Context: an optimization exercise on an open-source flow, tuned for small area, a short achievable clock period and few clock cycles. The choices shown serve that exercise and are no tape-out recipe. The RTL was checked by simulation tests, not by an equivalence proof against the original design.

==> flow/design.v, too long to show whole: its modules and the start of the top module <==
// module dxu: 238 lines
// module dxu_enc: 30 lines
// module dxu_mstep: 2709 lines
module dxu (
    input              clk,
    input              rst,
    input              start,
    input      [2:0]   op,
    input      [5:0]   n,
    input              u,
    input              s,
    input              doe,
    input      [255:0] a,
    input      [255:0] b,
    output             ready,
    output reg         done,
    output     [255:0] res_hi,
    output     [255:0] res_lo,
    output     [1:0]   cc,
    output     [1:0]   exc,
    output     [15:0]  detail
);
  // ...
==> flow/run.sh <==
#!/bin/bash
# synth_recipe.tcl (not shown) runs the flow's synth.tcl, then flattens the netlist and writes it again
# the make line also repeats each setting of config.mk as NAME=value (left out here)
make -C /OpenROAD-flow-scripts/flow DESIGN_CONFIG=/design/flow/config.mk WORK_HOME=/design/flow/orfs CLKGATE_MAP_FILE= SYNTH_SCRIPT=/design/flow/synth_recipe.tcl finish
==> flow/config.mk <==
export PLATFORM = sky130hd
export DESIGN_NAME = dxu
export DESIGN_NICKNAME = dxu
export VERILOG_FILES = /design/flow/design.v
export SDC_FILE = /design/flow/constraint.sdc
export NUM_CORES = 4
export LEC_CHECK = 0
export ABC_AREA = 1
export CAP_MARGIN = 20
export CORE_MARGIN = 2
export CORE_UTILIZATION = 30
export PLACE_DENSITY = 0.35
export SLEW_MARGIN = 20
==> flow/constraint.sdc <==
create_clock -name core_clock -period 200.0 [get_ports {clk}]
set_input_delay 40.0000 -clock core_clock [delete_from_list [all_inputs] [get_ports {clk}]]
set_output_delay 40.0000 -clock core_clock [all_outputs]
set_load 0.01 [all_outputs]
==> flow_summary_export.csv, run 1 <==
group,metric,value,unit
run_status,outcome,"finished clean",
global_route,grt_start_max_net_pins,134,
layout,final_nets,22025,
floorplanning,dieArea,465000,um2
layout,n_antenna_cell,46,
placed_design,place_congestion,0.996,
synthesis,yosysMostFrequentCell,"inv_1",
layout,multi_input_area_share,0.575,
global_route,grt_overflow,0,
setup_path,crit_top_cell,"inv_1",
layout,seq_cell_count,1035,
global_route,grt_pass1_wl,1170000,um
synthesis,netlist_area,138000,um2
placed_design,dp_slack,146950,ps
clock_tree,cts-htree-levels,4,
layout,dominant_cells,"multi-input gates",
setup_path,worstPathBufferInverterCount,19,
placed_design,dpl.hpwl,721000,um
routing,wl,874000,um
synthesis,ys_seq_area_frac,0.188,
clock_tree,clockRootBuffer,"clkbuf_16",
synthesis,synth_top_family_by_area,"adder cells",
synthesis,synth_compound_gate_area_share,0.209,
routing,drtPass1Iterations,9,
setup_path,reg2reg_slack,171200,ps
routing,detail-route-antenna-nets,0,
synthesis,synth_simple_gate_area_share,0.173,
Testbench counts, summed over its fixed seeds: cycles 5,242.
==> run 2, diff against run 1 <==
==> flow/flow/run.sh (new file) <==
#!/bin/bash
# The standard layout, with the port buffers made of the smallest plain buffer
# (sky130_fd_sc_hd__buf_1) instead of the default choice.
set -euo pipefail
export BUFFER_PORTS_ARGS="-buffer_cell sky130_fd_sc_hd__buf_1"
bash standard.sh > standard.log 2>&1
==> flow/standard.sh (new file) <==
#!/bin/bash
# synth_recipe.tcl (not shown) runs the flow's synth.tcl, then flattens the netlist and writes it again
# the make line also repeats each setting of config.mk as NAME=value (left out here)
make -C /OpenROAD-flow-scripts/flow DESIGN_CONFIG=/design/flow/config.mk WORK_HOME=/design/flow/orfs CLKGATE_MAP_FILE= SYNTH_SCRIPT=/design/flow/synth_recipe.tcl "${@:-finish}"
removed: flow/run.sh
==> run 2 against run 1 <==
Against the previous run: sequential share of layout area up 0.65 points; fmax up 1.3%; setup slack better by 680 ps; critical path type unchanged; largest cell class unchanged.
==> flow_summary_export.csv, run 2 <==
group,metric,value,unit
timing,finalMaxSlewViolations,0,
layout,layout_commonest_cell,"inv_1",
clock_tree,cts-hold-fix-buffers,0,
setup_path,required,200810,ps
timing,period_share,0.258,
timing,worst_slew_pin_slew,1320,ps
synthesis,netlist_area,138000,um2
synthesis,synth_top_cell_area_share,0.202,
synthesis,synthTopCellsByCount,"inv_1, nand2_1, nor2_1, o21ai_0, fa_1",
synthesis,yosysWarnings,5,
floorplanning,pin_count,1061,
setup_path,crit_top_cell,"inv_1",
global_route,grt_usage,0.363,
floorplanning,die-width,682,um
placed_design,port_buffers,1054,
setup_path,critPathMaxStageDelay,660,ps
global_route,grt.busiest_layer,"met1",
layout,final_util,0.337,
clock_tree,cts_tree,"done",
clock_tree,cts_buffer_depth,4,
setup_path,critical-path-top-delay-family,"compound AO/OA/AOI/OAI gates",
clock_tree,clk_pin_slew,60,ps
timing,slew_headroom,0.117,
timing,max_freq,0.0194,GHz
clock_tree,clockRootBuffer,"clkbuf_16",
setup_path,criticalPathCategory,"primary input to flop",
synthesis,synth_top_area_cell,"fa_1",
synthesis,synth-edff-count,524,
hold_path,min_path_type,"flop to flop",
synthesis,ys_types,71,
layout,drive_gt1_frac,0.0601,
global_route,use_met1,0.520,
setup_path,crit_fanout,26,
layout,regMostFlops,"acc",
clock_tree,cts-htree-levels,4,
timing,finalHoldViolCount,0,
global_route,grt.met2_usage,0.496,
timing,setup_violations,0,
synthesis,synth.area.top_cells,"fa_1, edfxtp_1, inv_1",
layout,final_nets,22072,
setup_path,crit_slowest_cell,"buf_4",
routing,drc,0,
clock_tree,post_cts_resized,0,
clock_tree,post_cts_buffers,0,
global_route,grt_start_max_net_pins,140,
routing,vias_per_cell,5.56,
flow_run,maxCapViolations,0,
synthesis,ys_seq_elements,1035,
run_status,outcome,"finished clean",
timing,rsz0062_at_grt,"false",
clock_tree,cts_made_buffers,157,
clock_tree,cts.sinks,1035,
synthesis,synthCells,18786,
global_route,antenna_found_initial,122,
layout,largest_register_ffs,504,
setup_path,endpoint_kind,"flop",
timing,fin_crit,51550,ps
setup_path,startpoint_type,"primary input",
timing,finalClockSkew,116,ps
routing,vias,143537,
layout,area_delta_synth_final,12.1,%
setup_path,worstPathBufferInverterCount,19,
routing,wl_per_cell,33.7,um
global_route,met3_usage,0.115,
timing,finalSetupTns,0,ps
layout,final_cell_mix,"inv_1, nand2_1, nor2_1, o21ai_0, fa_1",
synthesis,synth-main-ff-cell,"edfxtp_1",
floorplanning,rows,249,
global_route,grt_overflow,0,
global_route,grt_pass1_vias,135904,
routing,detail-route-antenna-nets,0,
synthesis,yosysMostFrequentCell,"inv_1",
floorplanning,core,459000,um2
clock_tree,clk_latency,960,ps
routing,drtPass1Iterations,10,
placed_design,dpl.hpwl,717000,um
floorplanning,dieArea,465000,um2
layout,top_regs,"acc: 504 flops, ra: 255 flops, rb: 255 flops",
setup_path,worst_ep_arrival_time,52360,ps
routing,drt-initial-drc-count,17915,
placed_design,place_congestion,0.981,
synthesis,syn_area_per_cell,7.35,um2
layout,nFillCells,50486,
synthesis,async_flop_share,0,
global_route,grt_pass1_wl,1170000,um
floorplanning,initial_utilization,0.301,
routing,wl,870000,um
synthesis,ys_seq_area_frac,0.188,
floorplanning,die_h,682,um
[run 2: cells by family after synthesis]
| family | share of synthesized area |
|---|---|
| simple gates | 0.173 |
| buf+inv | 0.145 |
| compound gates | 0.209 |
| fa+ha+maj | 0.260 |
| flops | 0.188 |
| xor+xnor | 0.0218 |
| mux | 0.00239 |
| other cells | 0.0000544 |
[run 2: metrics by stage]
| stage | instance area (um2) | instances | hold WS (ps) | setup WS [ps] |
|---|---|---|---|---|
| after detailed placement | 149000 | 25495 | 484 | 147330 |
| after global placement | 149000 | 25490 | 486 | 147260 |
| after floorplan | 138000 | 18790 | 453 | 144910 |
| after CTS | 154000 | 25773 | 500 | 148330 |
| final | 155000 | 25822 | 488 | 148450 |
| after global routing | 155000 | 25795 | 524 | 147280 |
[run 2: worst paths after layout]
check	startpoint	end	depth (start not counted)	slack, ps
max	op[2]	acc[123]$_DFF_P_	52	148450
min	acc[493]$_SDFF_PN0_	acc[501]$_SDFF_PN0_	2	490
max reg2reg	swp$_DFFE_PN_	acc[503]$_SDFF_PN0_	195	172010
min reg2reg	acc[493]$_SDFF_PN0_	acc[501]$_SDFF_PN0_	2	490
[run 2: cell type report]
| class | instances | area (um2) | share of cell area |
|---|---|---|---|
| clock buffer | 200 | 4270 | 0.0276 |
| multi-input combinational | 12683 | 92600 | 0.598 |
| inverter | 4087 | 15400 | 0.0998 |
| tap | 6149 | 7690 | 0.0497 |
| timing repair buffer | 1546 | 7900 | 0.0511 |
| antenna | 44 | 110 | 0.000712 |
| clock inverter | 78 | 733 | 0.00474 |
| sequential | 1035 | 26000 | 0.168 |
[run 2: tightest hold or removal path: cells and delay by family (launching register included)]
family | cells | cell delay (ps)
flip-flops | 1 | 330
AO/OA/AOI/OAI | 1 | 50
buffers and inverters | 1 | 60
[run 2: per-layer routing]
layer,share of wire,vias to the layer above
li1,-,63342
met1,0.45,71680
met2,0.39,7292
met3,0.12,1141
met4,0.049,82
met5,0.00062,-
==> module dxu, before the edit <==
module dxu (
    input              clk,
    input              rst,
    input              start,
    input      [2:0]   op,
    input      [5:0]   n,
    input              u,
    input              s,
    input              doe,
    input      [255:0] a,
    input      [255:0] b,
    output             ready,
    output reg         done,
    output     [255:0] res_hi,
    output     [255:0] res_lo,
    output     [1:0]   cc,
    output     [1:0]   exc,
    output     [15:0]  detail
);
    localparam K  = 2;                   
    localparam NG = (63 + K - 1) / K;    
    localparam W  = 63 + K;              
    localparam OP_DAD = 3'd0, OP_DSB = 3'd1, OP_DZP = 3'd2, OP_DMP = 3'd3,
               OP_DCP = 3'd4, OP_DTS = 3'd5;
    reg          busy;
    reg  [255:0] ra, rb;
    reg  [503:0] acc;
    reg          neg;
    reg  [4:0]   jcnt;
    reg          swp;
    reg  [2:0]   r_op;
    reg  [5:0]   r_n;
    reg          r_u, r_s, r_doe;
    assign ready = !busy;
    function minus_sign(input [3:0] sn);
        minus_sign = (sn == 4'hB) || (sn == 4'hD);
    endfunction
    wire [251:0] am = a[255:4];
    wire [251:0] bm = b[255:4];
    wire sa_in   = minus_sign(a[3:0]);
    wire sb_in   = minus_sign(b[3:0]);
    wire is_zp_in  = (op == OP_DZP);
    wire is_sub_in = (op == OP_DSB) || (op == OP_DCP);
    wire sbe_in  = !is_zp_in && (sb_in ^ is_sub_in);
    wire same_in = is_zp_in || (sa_in == sbe_in);
    function [1:0] gpd(input [4:0] x);
        begin
            gpd[0] = (x[3] & ~x[2] & ~x[1] & x[0]);
            gpd[1] = (x[3] & x[1]) | (x[3] & x[2]) | (x[4]);
        end
    endfunction
    reg  [4:0]  t  [0:62];
    reg  [62:0] g, p;
    reg  [3:0]  yb, bd;
    reg  [3:0]  cr;
    integer i;
    always @* begin
        for (i = 0; i < 63; i = i + 1) begin
            bd = bm[4*i +: 4];
            yb[0] = (bd[0] ^ !same_in) & !is_zp_in;
            yb[1] = bd[1] & !is_zp_in;
            yb[2] = (bd[2] ^ (bd[1] & !same_in)) & !is_zp_in;
            yb[3] = (same_in ? bd[3] : !(bd[3] | bd[2] | bd[1])) & !is_zp_in;
            {cr[0], t[i][0]} = am[4*i]   + yb[0];
            {cr[1], t[i][1]} = am[4*i+1] + yb[1] + cr[0];
            {cr[2], t[i][2]} = am[4*i+2] + yb[2] + cr[1];
            {cr[3], t[i][3]} = am[4*i+3] + yb[3] + cr[2];
            t[i][4] = cr[3];
            {g[i], p[i]} = gpd(t[i]);
        end
    end
    reg [62:0] G [0:6];
    reg [62:0] P [0:6];
    integer l, q;
    always @* begin
        G[0] = g;
        P[0] = p;
        for (l = 0; l < 6; l = l + 1) begin
            G[l+1] = G[l];
            P[l+1] = P[l];
            for (q = 0; q < 63; q = q + 1)
                if (q[l]) begin
                    G[l+1][q] = G[l][q] | (P[l][q] & G[l][((q >> l) << l) - 1]);
                    P[l+1][q] = P[l][q] & P[l][((q >> l) << l) - 1];
                end
        end
    end
    wire        cout0  = G[6][62];
    wire        cin_e  = !same_in && cout0;      
    wire        comp   = !same_in && !cout0;     
    reg  [255:0] mag_in;
    reg         ci, co;
    reg  [3:0]  dd, kk;
    always @* begin
        for (i = 0; i < 63; i = i + 1) begin
            ci = (i == 0) ? cin_e : (G[6][i-1] | (P[6][i-1] & cin_e));
            co = G[6][i] | (P[6][i] & cin_e);
            {kk[1], dd[0]} = t[i][0] + ci;
            {kk[2], dd[1]} = t[i][1] + co + kk[1];
            {kk[3], dd[2]} = t[i][2] + co + kk[2];
            dd[3] = t[i][3] ^ kk[3];
            mag_in[4*i]   = dd[0] ^ comp;
            mag_in[4*i+1] = dd[1];
            mag_in[4*i+2] = dd[2] ^ (dd[1] & comp);
            mag_in[4*i+3] = comp ? !(dd[3] | dd[2] | dd[1]) : dd[3];
        end
        mag_in[255:252] = {3'd0, same_in && cout0};
    end
    wire neg_as_in = same_in ? sa_in : (cout0 ? sa_in : sbe_in);
    function bad_any(input [255:0] x);
        integer k;
        begin
            bad_any = (x[3:0] < 4'hA);
            for (k = 1; k < 64; k = k + 1)
                if (x[4*k +: 4] > 4'd9) bad_any = 1'b1;
        end
    endfunction
    wire [4*NG*K-1:0] amx = {{(4*NG*K-252){1'b0}}, am};
    wire [4*NG*K-1:0] bmx = {{(4*NG*K-252){1'b0}}, bm};
    reg [NG-1:0] gza, gzb;           
    reg [NG-1:0] gta, gtb;           
    integer gg;
    always @* begin
        for (gg = 0; gg < NG; gg = gg + 1) begin
            gza[gg] = |amx[4*K*gg +: 4*K];
            gzb[gg] = |bmx[4*K*gg +: 4*K];
        end
        gta[NG-1] = gza[NG-1];
        gtb[NG-1] = gzb[NG-1];
        for (gg = NG-2; gg >= 0; gg = gg - 1) begin
            gta[gg] = gta[gg+1] | gza[gg];
            gtb[gg] = gtb[gg+1] | gzb[gg];
        end
    end
    wire [NG-1:0] gtm = gta & gtb;                  
    wire       swp_in = |(gtb & ~gta);              
    wire [4:0] j_in;
    wire       j_any;
    dxu_enc #(.L(5), .HIGH(1)) u_jenc (.v({{(32-NG){1'b0}}, gtm}), .idx(j_in), .any(j_any));
    wire       is_mul_in = (op == OP_DMP);
    wire       spec_in = (op == OP_DAD || op == OP_DSB || op == OP_DZP || (is_mul_in && s)) && (n == 6'd0);
    wire       bad_in  = bad_any(a) || bad_any(b);
    wire       go_mul  = is_mul_in && !spec_in && !bad_in && gtm[0];
    wire [251:0] mc = swp ? rb[255:4] : ra[255:4];
    wire [251:0] mq = swp ? ra[255:4] : rb[255:4];
    wire [4*NG*K-1:0] mqx = {{(4*NG*K-252){1'b0}}, mq};
    wire [4*K-1:0] dg = mqx[4*K*jcnt +: 4*K];
    wire [503:0] acc_step;
    dxu_mstep u_step (.mc(mc), .dg(dg), .acc(acc), .acc_next(acc_step));
    always @(posedge clk) begin
        if (rst) begin
            busy <= 1'b0;
            done <= 1'b0;
        end else if (!busy) begin
            busy <= start && go_mul;
            done <= start && !go_mul;
        end else begin
            busy <= (jcnt != 5'd0);
            done <= (jcnt == 5'd0);
        end
    end
    always @(posedge clk) begin
        if (!busy) begin
            ra    <= a;
            rb    <= b;
            r_op  <= op;
            r_n   <= n;
            r_u   <= u;
            r_s   <= s;
            r_doe <= doe;
            swp   <= swp_in;
            jcnt  <= j_in;
            acc   <= is_mul_in ? 504'd0 : {248'd0, mag_in};
            neg   <= is_mul_in ? (sa_in ^ sb_in) : neg_as_in;
        end else begin
            acc   <= acc_step;
            jcnt  <= jcnt - 5'd1;
        end
    end
    function [63:0] badv(input [255:0] x);
        integer k;
        begin
            badv[0] = (x[3:0] < 4'hA);
            for (k = 1; k < 64; k = k + 1)
                badv[k] = (x[4*k+3] & (x[4*k+2] | x[4*k+1]));
        end
    endfunction
    wire [63:0] bva = badv(ra);
    wire [63:0] bvb = badv(rb);
    wire [5:0]  pba, pbb;
    wire        fba, fbb;
    dxu_enc #(.L(6), .HIGH(0)) u_ea (.v(bva), .idx(pba), .any(fba));
    dxu_enc #(.L(6), .HIGH(0)) u_eb (.v(bvb), .idx(pbb), .any(fbb));
    wire [7:0] bad_a = {fba, 1'b0, pba};
    wire [7:0] bad_b = {fbb, 1'b0, pbb};
    wire is_dmp  = (r_op == OP_DMP);
    wire is_dcp  = (r_op == OP_DCP);
    wire is_dts  = (r_op == OP_DTS);
    wire uses_b  = (r_op == OP_DAD) || (r_op == OP_DSB) || is_dmp || is_dcp;
    wire uses_n  = (r_op == OP_DAD) || (r_op == OP_DSB) || (r_op == OP_DZP) || (is_dmp && r_s);
    wire spec    = uses_n && (r_n == 6'd0);
    wire data    = bad_a[7] || (uses_b && bad_b[7]);
    wire [15:0] data_detail =
        bad_a[7] ? {(bad_a[6:0] == 7'd0) ? 4'h2 : 4'h1, 4'h1, 1'b0, bad_a[6:0]}
                 : {(bad_b[6:0] == 7'd0) ? 4'h2 : 4'h1, 4'h2, 1'b0, bad_b[6:0]};
    wire       wide = (is_dmp && !r_s) || is_dcp;
    wire [6:0] lim  = wide ? 7'd126 : {1'b0, r_n};
    reg  [125:0] nz, inl;
    wire [6:0]   need;
    reg  [251:0] kept_lo;
    integer m;
    always @* begin
        for (m = 0; m < 126; m = m + 1) begin
            nz[m]  = (acc[4*m +: 4] != 4'd0);
            inl[m] = wide || (m < r_n);
        end
        for (m = 0; m < 63; m = m + 1)
            kept_lo[4*m +: 4] = inl[m] ? acc[4*m +: 4] : 4'd0;
    end
    wire need_any;
    dxu_enc #(.L(7), .HIGH(1)) u_need (.v({1'b0, nz, 1'b1}), .idx(need), .any(need_any));
    wire over    = |(nz & ~inl);
    wire kzero   = ~|(nz & inl);
    wire out_neg = neg && !kzero;
    wire [3:0] sgn = out_neg ? 4'hD : (r_u ? 4'hF : 4'hC);
    reg dinv_a;
    always @* begin
        dinv_a = 1'b0;
        for (m = 1; m < 64; m = m + 1)
            if (ra[4*m +: 4] > 4'd9) dinv_a = 1'b1;
    end
    assign exc    = is_dts ? 2'd0 : spec ? 2'd1 : data ? 2'd2 : (over && r_doe) ? 2'd3 : 2'd0;
    assign detail = data ? data_detail : {1'b0, need, 1'b0, lim};
    assign cc     = is_dts ? {dinv_a, ra[3:0] < 4'hA} :
                    over ? 2'd3 : kzero ? 2'd0 : out_neg ? 2'd1 : 2'd2;
    assign res_lo = {kept_lo, sgn};
    assign res_hi = {acc[503:252], sgn};
endmodule
==> run 3, diff against run 2 <==
--- a/flow/design.v
+++ b/flow/design.v
@@ -118,29 +118,23 @@
     wire [4*NG*K-1:0] amx = {{(4*NG*K-252){1'b0}}, am};
     wire [4*NG*K-1:0] bmx = {{(4*NG*K-252){1'b0}}, bm};
     reg [NG-1:0] gza, gzb;           
-    reg [NG-1:0] gta, gtb;           
     integer gg;
     always @* begin
         for (gg = 0; gg < NG; gg = gg + 1) begin
             gza[gg] = |amx[4*K*gg +: 4*K];
             gzb[gg] = |bmx[4*K*gg +: 4*K];
         end
-        gta[NG-1] = gza[NG-1];
-        gtb[NG-1] = gzb[NG-1];
-        for (gg = NG-2; gg >= 0; gg = gg - 1) begin
-            gta[gg] = gta[gg+1] | gza[gg];
-            gtb[gg] = gtb[gg+1] | gzb[gg];
-        end
     end
-    wire [NG-1:0] gtm = gta & gtb;                  
-    wire       swp_in = |(gtb & ~gta);              
-    wire [4:0] j_in;
-    wire       j_any;
-    dxu_enc #(.L(5), .HIGH(1)) u_jenc (.v({{(32-NG){1'b0}}, gtm}), .idx(j_in), .any(j_any));
+    wire [4:0] ga_top, gb_top;                      
+    wire       a_nz, b_nz;
+    dxu_enc #(.L(5), .HIGH(1)) u_ga (.v({{(32-NG){1'b0}}, gza}), .idx(ga_top), .any(a_nz));
+    dxu_enc #(.L(5), .HIGH(1)) u_gb (.v({{(32-NG){1'b0}}, gzb}), .idx(gb_top), .any(b_nz));
+    wire       swp_in = (ga_top < gb_top);          
+    wire [4:0] j_in   = swp_in ? ga_top : gb_top;
     wire       is_mul_in = (op == OP_DMP);
     wire       spec_in = (op == OP_DAD || op == OP_DSB || op == OP_DZP || (is_mul_in && s)) && (n == 6'd0);
     wire       bad_in  = bad_any(a) || bad_any(b);
-    wire       go_mul  = is_mul_in && !spec_in && !bad_in && gtm[0];
+    wire       go_mul  = is_mul_in && !spec_in && !bad_in && a_nz && b_nz;
     wire [251:0] mc = swp ? rb[255:4] : ra[255:4];
     wire [251:0] mq = swp ? ra[255:4] : rb[255:4];
     wire [4*NG*K-1:0] mqx = {{(4*NG*K-252){1'b0}}, mq};
==> flow/run.sh (new file) <==
#!/bin/bash
# synth_recipe.tcl (not shown) runs the flow's synth.tcl, then flattens the netlist and writes it again
# the make line also repeats each setting of config.mk as NAME=value (left out here)
make -C /OpenROAD-flow-scripts/flow DESIGN_CONFIG=/design/flow/config.mk WORK_HOME=/design/flow/orfs CLKGATE_MAP_FILE= SYNTH_SCRIPT=/design/flow/synth_recipe.tcl finish
--- a/flow/config.mk
+++ b/flow/config.mk
@@ -7,6 +7,8 @@
 export LEC_CHECK = 0
 export ABC_AREA = 1
 export CAP_MARGIN = 20
+export CELL_PAD_IN_SITES_DETAIL_PLACEMENT = 1
+export CELL_PAD_IN_SITES_GLOBAL_PLACEMENT = 2
 export CORE_MARGIN = 2
 export CORE_UTILIZATION = 30
 export PLACE_DENSITY = 0.35
removed: flow/flow/run.sh
removed: flow/standard.sh
==> run 3 against run 2 <==
Against the previous run: via count rose by 3.2%; register-to-register slack better by 30 ps; routed wire length up 7.6%; global-route usage increased by 2.9 points; critical path depth fell by 1; final cell count fell by 0.79%; first-iteration DRC count grew 1.5%; synthesized cell count fell by 0.75%; critical endpoint is now acc[198]$_DFF_P_.
==> flow_summary_export.csv, run 3 <==
group,metric,value,unit
run_status,outcome,"finished clean",
layout,final_nets,21985,
clock_tree,clockRootBuffer,"clkbuf_16",
synthesis,synth_top_cell_area_share,0.203,
synthesis,synth.area.top_cells,"fa_1, edfxtp_1, inv_1",
synthesis,synth-edff-count,524,
global_route,grt_overflow,0,
synthesis,ys_types,70,
floorplanning,dieArea,464000,um2
placed_design,dpl.hpwl,770000,um
timing,period_share,0.267,
setup_path,crit_path_start,"op[2]",
timing,worst_slew_pin_slew,1360,ps
hold_path,min_path_type,"flop to flop",
setup_path,regToRegEndpoint,"acc[502]$_SDFF_PN0_",
synthesis,yosysMostFrequentCell,"inv_1",
layout,nFillCells,55565,
placed_design,place_congestion,1.05,
timing,max_freq,0.0187,GHz
floorplanning,core,456000,um2
clock_tree,clk_pin_slew,70,ps
timing,setup_violations,0,
layout,area_delta_synth_final,17.2,%
layout,final_cell_mix,"inv_1, nand2_1, o21ai_0, nor2_1, fa_1",
setup_path,criticalPathCategory,"primary input to flop",
clock_tree,cts_tree,"done",
setup_path,endpoint_kind,"flop",
routing,drtPass1Iterations,6,
layout,layout_commonest_cell,"inv_1",
setup_path,rr_startpoint,"swp$_DFFE_PN_",
floorplanning,die-width,681,um
setup_path,crit_fanout,63,
layout,top_regs,"acc: 504 flops, ra: 255 flops, rb: 255 flops",
synthesis,synthCells,18646,
timing,finalHoldViolCount,0,
routing,vias_per_cell,5.78,
floorplanning,pin_count,1061,
synthesis,async_flop_share,0,
timing,fin_crit,53430,ps
floorplanning,rows,248,
placed_design,port_buffers,1054,
setup_path,critPathMaxStageDelay,990,ps
synthesis,syn_area_per_cell,7.37,um2
routing,wl_per_cell,36.5,um
routing,drc,0,
routing,detail-route-antenna-nets,0,
synthesis,ys_seq_elements,1035,
setup_path,worst_ep_arrival_time,54180,ps
floorplanning,die_h,681,um
clock_tree,cts_buffer_depth,4,
timing,fin_ws,146570,ps
synthesis,synth-main-ff-cell,"edfxtp_1",
synthesis,netlist_area,137000,um2
clock_tree,cts_made_buffers,155,
setup_path,endpoint,"acc[198]$_DFF_P_",
synthesis,yosysWarnings,5,
timing,hold-worst-slack,489,ps
clock_tree,post_cts_resized,0,
layout,largest_register_ffs,504,
global_route,grt_pass1_vias,144658,
flow_run,maxCapViolations,0,
setup_path,reg2reg_slack,172040,ps
setup_path,required,200750,ps
synthesis,ys_seq_area_frac,0.189,
timing,rsz0062_at_grt,"false",
placed_design,dp_slack,146120,ps
timing,finalMaxSlewViolations,0,
routing,wl,936000,um
global_route,grt_pass1_wl,1260000,um
global_route,antenna_found_initial,190,
clock_tree,cts-htree-levels,4,
setup_path,startpoint_type,"primary input",
setup_path,crit_top_cell,"inv_1",
clock_tree,clk_latency,940,ps
layout,drive_gt1_frac,0.0643,
clock_tree,cts.sinks,1035,
global_route,grt_usage,0.392,
setup_path,crit_slowest_cell,"o21ai_0",
global_route,grt_start_max_net_pins,173,
timing,finalSetupTns,0,ps
synthesis,synthTopCellsByCount,"inv_1, nand2_1, o21ai_0, nor2_1, fa_1",
synthesis,synth_top_area_cell,"fa_1",
clock_tree,post_cts_buffers,0,
clock_tree,cts-hold-fix-buffers,0,
timing,slew_headroom,0.0860,
setup_path,rr_worst_depth,195,
timing,finalClockSkew,90.6,ps
floorplanning,initial_utilization,0.301,
routing,drt-initial-drc-count,18185,
layout,regMostFlops,"acc",
routing,vias,148177,
-- run 3: cell types whose count changed after synthesis, sizes merged, moves of 31 or more --
cell / delta
mux2i: -33
xnor2: -53
o22ai: +203
nand2: -586
o2111ai: -166
a22o: +51
nor2: +86
o31ai: +67
a21oi: +212
o211ai: -31
o21ai: +303
nand3: -164
inv: -63
-- run 3: cells by family after synthesis --
| group | Yosys count | synth area share |
|---|---|---|
| AOI/OAI and AO/OA | 5383 | 0.230 |
| buffers and inverters | 5026 | 0.144 |
| and+or+nand+nor | 4871 | 0.156 |
| adders and majority gates | 2039 | 0.262 |
| DFF | 1035 | 0.189 |
| xor gates and xnor gates | 290 | 0.0185 |
| other | 2 | 0.0000546 |
-- run 3: metrics by stage --
step | std cells | area [um2] | utilization
final | 25619 | 161000 | 0.353
after global routing | 25568 | 161000 | 0.353
after CTS | 25542 | 161000 | 0.353
after detailed placement | 25261 | 156000 | 0.341
after global placement | 25257 | 156000 | 0.341
after floorplan | 18650 | 137000 | -
-- run 3: worst min path at each step --
stage | cells after the start | slack (ps) | from | to
detailed placement | 2 | 490 | acc[366]$_SDFF_PN0_ | acc[374]$_SDFF_PN0_
CTS | 2 | 490 | acc[286]$_SDFF_PN0_ | acc[294]$_SDFF_PN0_
finish | 2 | 490 | acc[286]$_SDFF_PN0_ | acc[294]$_SDFF_PN0_
global placement | 2 | 480 | acc[366]$_SDFF_PN0_ | acc[374]$_SDFF_PN0_
global route | 2 | 530 | acc[350]$_SDFF_PN0_ | acc[358]$_SDFF_PN0_
floorplan | 2 | 450 | acc[493]$_SDFF_PN0_ | acc[501]$_SDFF_PN0_
-- run 3: final cells by class --
class	count	area, um2	share of cell area
sequential	1035	26000	0.161
timing repair buffer	1618	15000	0.0933
clock inverter	80	830	0.00515
antenna	76	190	0.00118
inverter	4020	15200	0.0942
multi-input combinational	12589	92100	0.572
clock buffer	201	4260	0.0264
tap	6000	7510	0.0466
-- run 3: per-layer routing --
metal | GRT usage | wire length (um)
met5 | 0 | 618
met4 | 0.151 | 42400
met3 | 0.134 | 111000
met2 | 0.536 | 365000
met1 | 0.560 | 417000
-- run 3: critical path: cells and delay by family --
family / cells / cell delay, ps
adder cells (fa/ha/maj): 5 / 2020
AO/OA/AOI/OAI: 14 / 3750
buffers and inverters: 18 / 5010
AND/OR/NAND/NOR: 14 / 3110
Testbench counts of run 3, summed over its fixed seeds: cycles 5,242.
==> run 4, diff against run 3 <==
==> flow/config.mk (replaced) <==
export PLATFORM = sky130hd
export DESIGN_NAME = dxu
export DESIGN_NICKNAME = dxu
export VERILOG_FILES = /design/flow/design.v
export SDC_FILE = /design/flow/constraint.sdc
export NUM_CORES = 4
export LEC_CHECK = 0
export ABC_AREA = 1
export CAP_MARGIN = 20
export CORE_MARGIN = 2
export CORE_UTILIZATION = 40
export PLACE_DENSITY = 0.45
export SLEW_MARGIN = 20
==> run 4 against run 3 <==
Against the previous run: critical path depth up 1; synthesized cell count did not move; clock skew is 21 ps higher; non-clock buffer count decreased by 124; register-to-register slack gained 220 ps; first-iteration DRC count up 29%; final cell count is 6.2% lower; clock-buffer cell count fell by 5; setup slack improved by 980 ps; critical endpoint is now acc[207]$_DFF_P_; largest cell class unchanged.
==> flow_summary_export.csv, run 4 <==
group,metric,value,unit
synthesis,syn_area_per_cell,7.37,um2
setup_path,crit_path_start,"op[2]",
routing,wl,823000,um
flow_run,maxCapViolations,0,
clock_tree,cts-htree-levels,4,
synthesis,synthCells,18646,
clock_tree,post_cts_resized,0,
floorplanning,initial_utilization,0.401,
routing,wl_per_cell,34.3,um
clock_tree,post_cts_buffers,0,
clock_tree,cts_buffer_depth,4,
setup_path,crit_fanout,51,
floorplanning,pin_count,1061,
setup_path,crit_slowest_cell,"buf_4",
clock_tree,clockRootBuffer,"clkbuf_16",
synthesis,synth-main-ff-cell,"edfxtp_1",
layout,area_delta_synth_final,14.9,%
setup_path,startpoint_type,"primary input",
synthesis,synth_top_area_cell,"fa_1",
layout,top_regs,"acc: 504 flops, ra: 255 flops, rb: 255 flops",
global_route,grt_pass1_vias,134493,
layout,final_cells,24024,
timing,fin_crit,52440,ps
global_route,grt_overflow,0,
layout,largest_register_ffs,504,
routing,drt-initial-drc-count,23380,
layout,final_util,0.461,
global_route,grt_pass1_wl,1110000,um
timing,max_freq,0.0191,GHz
layout,drive_gt1_frac,0.0581,
hold_path,min-delay-start,"acc[472]$_SDFF_PN0_",
layout,layout_commonest_cell,"inv_1",
placed_design,port_buffers,1054,
clock_tree,cts.sinks,1035,
setup_path,criticalPathCategory,"primary input to flop",
hold_path,min_path_type,"flop to flop",
synthesis,yosysWarnings,5,
routing,detail-route-antenna-nets,0,
layout,final_nets,21849,
placed_design,place_congestion,1.08,
clock_tree,cts-hold-fix-buffers,0,
global_route,grt_usage,0.458,
timing,finalClockSkew,111,ps
timing,finalMaxSlewViolations,0,
placed_design,placed_cells,23692,
routing,vias_per_cell,6.14,
synthesis,ys_seq_elements,1035,
clock_tree,clk_pin_slew,60,ps
clock_tree,cts_tree,"done",
synthesis,synthTopCellsByCount,"inv_1, nand2_1, o21ai_0, nor2_1, fa_1",
clock_tree,cts_made_buffers,143,
setup_path,worst_ep_arrival_time,53130,ps
synthesis,synth.area.top_cells,"fa_1, edfxtp_1, inv_1",
timing,hold-worst-slack,488,ps
global_route,antenna_found_initial,129,
timing,slew_headroom,0.0868,
floorplanning,die_h,590,um
setup_path,required,200680,ps
layout,regMostFlops,"acc",
layout,nFillCells,34942,
placed_design,dpl.hpwl,671000,um
setup_path,rr_startpoint,"swp$_DFFE_PN_",
timing,finalSetupTns,0,ps
layout,multi_input_area,92200,um2
floorplanning,rows,215,
setup_path,crit_top_cell,"inv_1",
global_route,grt_start_max_net_pins,158,
setup_path,critPathMaxStageDelay,760,ps
routing,drc,0,
routing,drtPass1Iterations,7,
clock_tree,clk_latency,890,ps
synthesis,synth-edff-count,524,
routing,vias,147408,
timing,rsz0062_at_grt,"false",
synthesis,ys_seq_area_frac,0.189,
synthesis,synth_top_cell_area_share,0.203,
floorplanning,dieArea,348000,um2
synthesis,async_flop_share,0,
synthesis,yosysMostFrequentCell,"inv_1",
timing,worst_slew_pin_slew,1360,ps
synthesis,netlist_area,137000,um2
setup_path,endpoint_kind,"flop",
floorplanning,core,342000,um2
timing,period_share,0.262,
timing,setup_violations,0,
synthesis,ys_types,70,
floorplanning,die-width,590,um
timing,finalHoldViolCount,0,
layout,final_cell_mix,"inv_1, nand2_1, o21ai_0, nor2_1, fa_1",
run_status,outcome,"finished clean",
layout,seq_area,26000,um2
-- run 4: cell counts after synthesis --
Identical to the previous run, type by type.
-- run 4: area by class of cell --
class | count | area share
diodes | 81 | 0.00128
clock buffers | 196 | 0.0257
clock inverters | 52 | 0.00379
inverters | 4020 | 0.0960
multi-input cells | 12589 | 0.584
flip-flops and latches | 1035 | 0.164
well taps | 4557 | 0.0361
repair buffers | 1494 | 0.0892
-- run 4: kinds of logic (layout without fill, tap and decap cells) --
logic type,Yosys count,in the layout,share of synthesized area
compound gates,5383,5383,0.230
buf+inv,5026,5762,0.144
simple gates,4871,4871,0.156
fa+ha+maj,2039,2039,0.262
flops,1035,1035,0.189
xor+xnor,290,290,0.0185
other cells,2,87,0.0000546
-- run 4: worst paths after layout --
kind                          to  slack, ps  cells after the start
max             acc[207]$_DFF_P_     147560                     52
min          acc[480]$_SDFF_PN0_        490                      2
max reg2reg  acc[503]$_SDFF_PN0_     172260                    196
min reg2reg  acc[480]$_SDFF_PN0_        490                      2
-- run 4: through the flow --
stage / worst slack, ps / area [um2]
after floorplan: 144980 / 137000
after global placement: 147350 / 153000
after detailed placement: 147130 / 153000
after CTS: 147990 / 158000
after global routing: 146990 / 158000
final: 147560 / 158000
-- run 4: layer usage --
layer / share of wire / up-vias / wire length (um) / GRT usage
met5: 0.0012 / - / 1020 / 0
met4: 0.051 / 66 / 42000 / 0.195
met3: 0.19 / 1505 / 153000 / 0.264
met2: 0.36 / 11142 / 299000 / 0.576
met1: 0.40 / 71504 / 328000 / 0.622
li1: - / 63191 / - / -
-- run 4: worst max-delay path: cells and delay by family --
kind | cells | cell delay [ps]
xor gates and xnor gates | 1 | 200
and+or+nand+nor | 15 | 2350
buffers and inverters | 17 | 4840
AOI/OAI and AO/OA | 14 | 3870
adders and majority gates | 5 | 1610

## afterwards: timing with drivers on the ports
No port has a modelled driver above. Below, the same layouts with a new extraction and two added sets of constraints.
Step 1 (the two cells are an assumption about what drives the block):
set clk [get_ports {clk}]
set_driving_cell -lib_cell sky130_fd_sc_hd__clkbuf_16 $clk
set_driving_cell -lib_cell sky130_fd_sc_hd__buf_2 [delete_from_list [all_inputs] $clk]
Step 2 adds t to the input delays and takes it off the output delays; t is the mean of the earliest and latest rising clock arrival at the registers after step 1. Input paths then give back, and output paths get back, about the clock's delay inside the block.
Slacks: no drivers / after step 1 / after step 2; pairs: no drivers / after step 1.
run	t (ns)	setup slack, ns	worst hold slack (ns)	slew at the worst register clock pin (ns)
run 1	1.035	147.776 / 147.890 / 146.854	0.495 / 0.495 / 0.495	0.08 / 0.08
run 2	1.044	148.452 / 148.570 / 147.526	0.488 / 0.488 / 0.488	0.07 / 0.07
run 3	1.030	146.574 / 146.675 / 145.645	0.489 / 0.489 / 0.489	0.08 / 0.08
run 4	0.955	147.555 / 147.442 / 146.487	0.488 / 0.488 / 0.488	0.07 / 0.07
After both steps setup and hold are still met in every run listed. The setup slack of run 4, which loses most, moves by -0.113 ns with the drivers and by -1.068 ns with both steps.
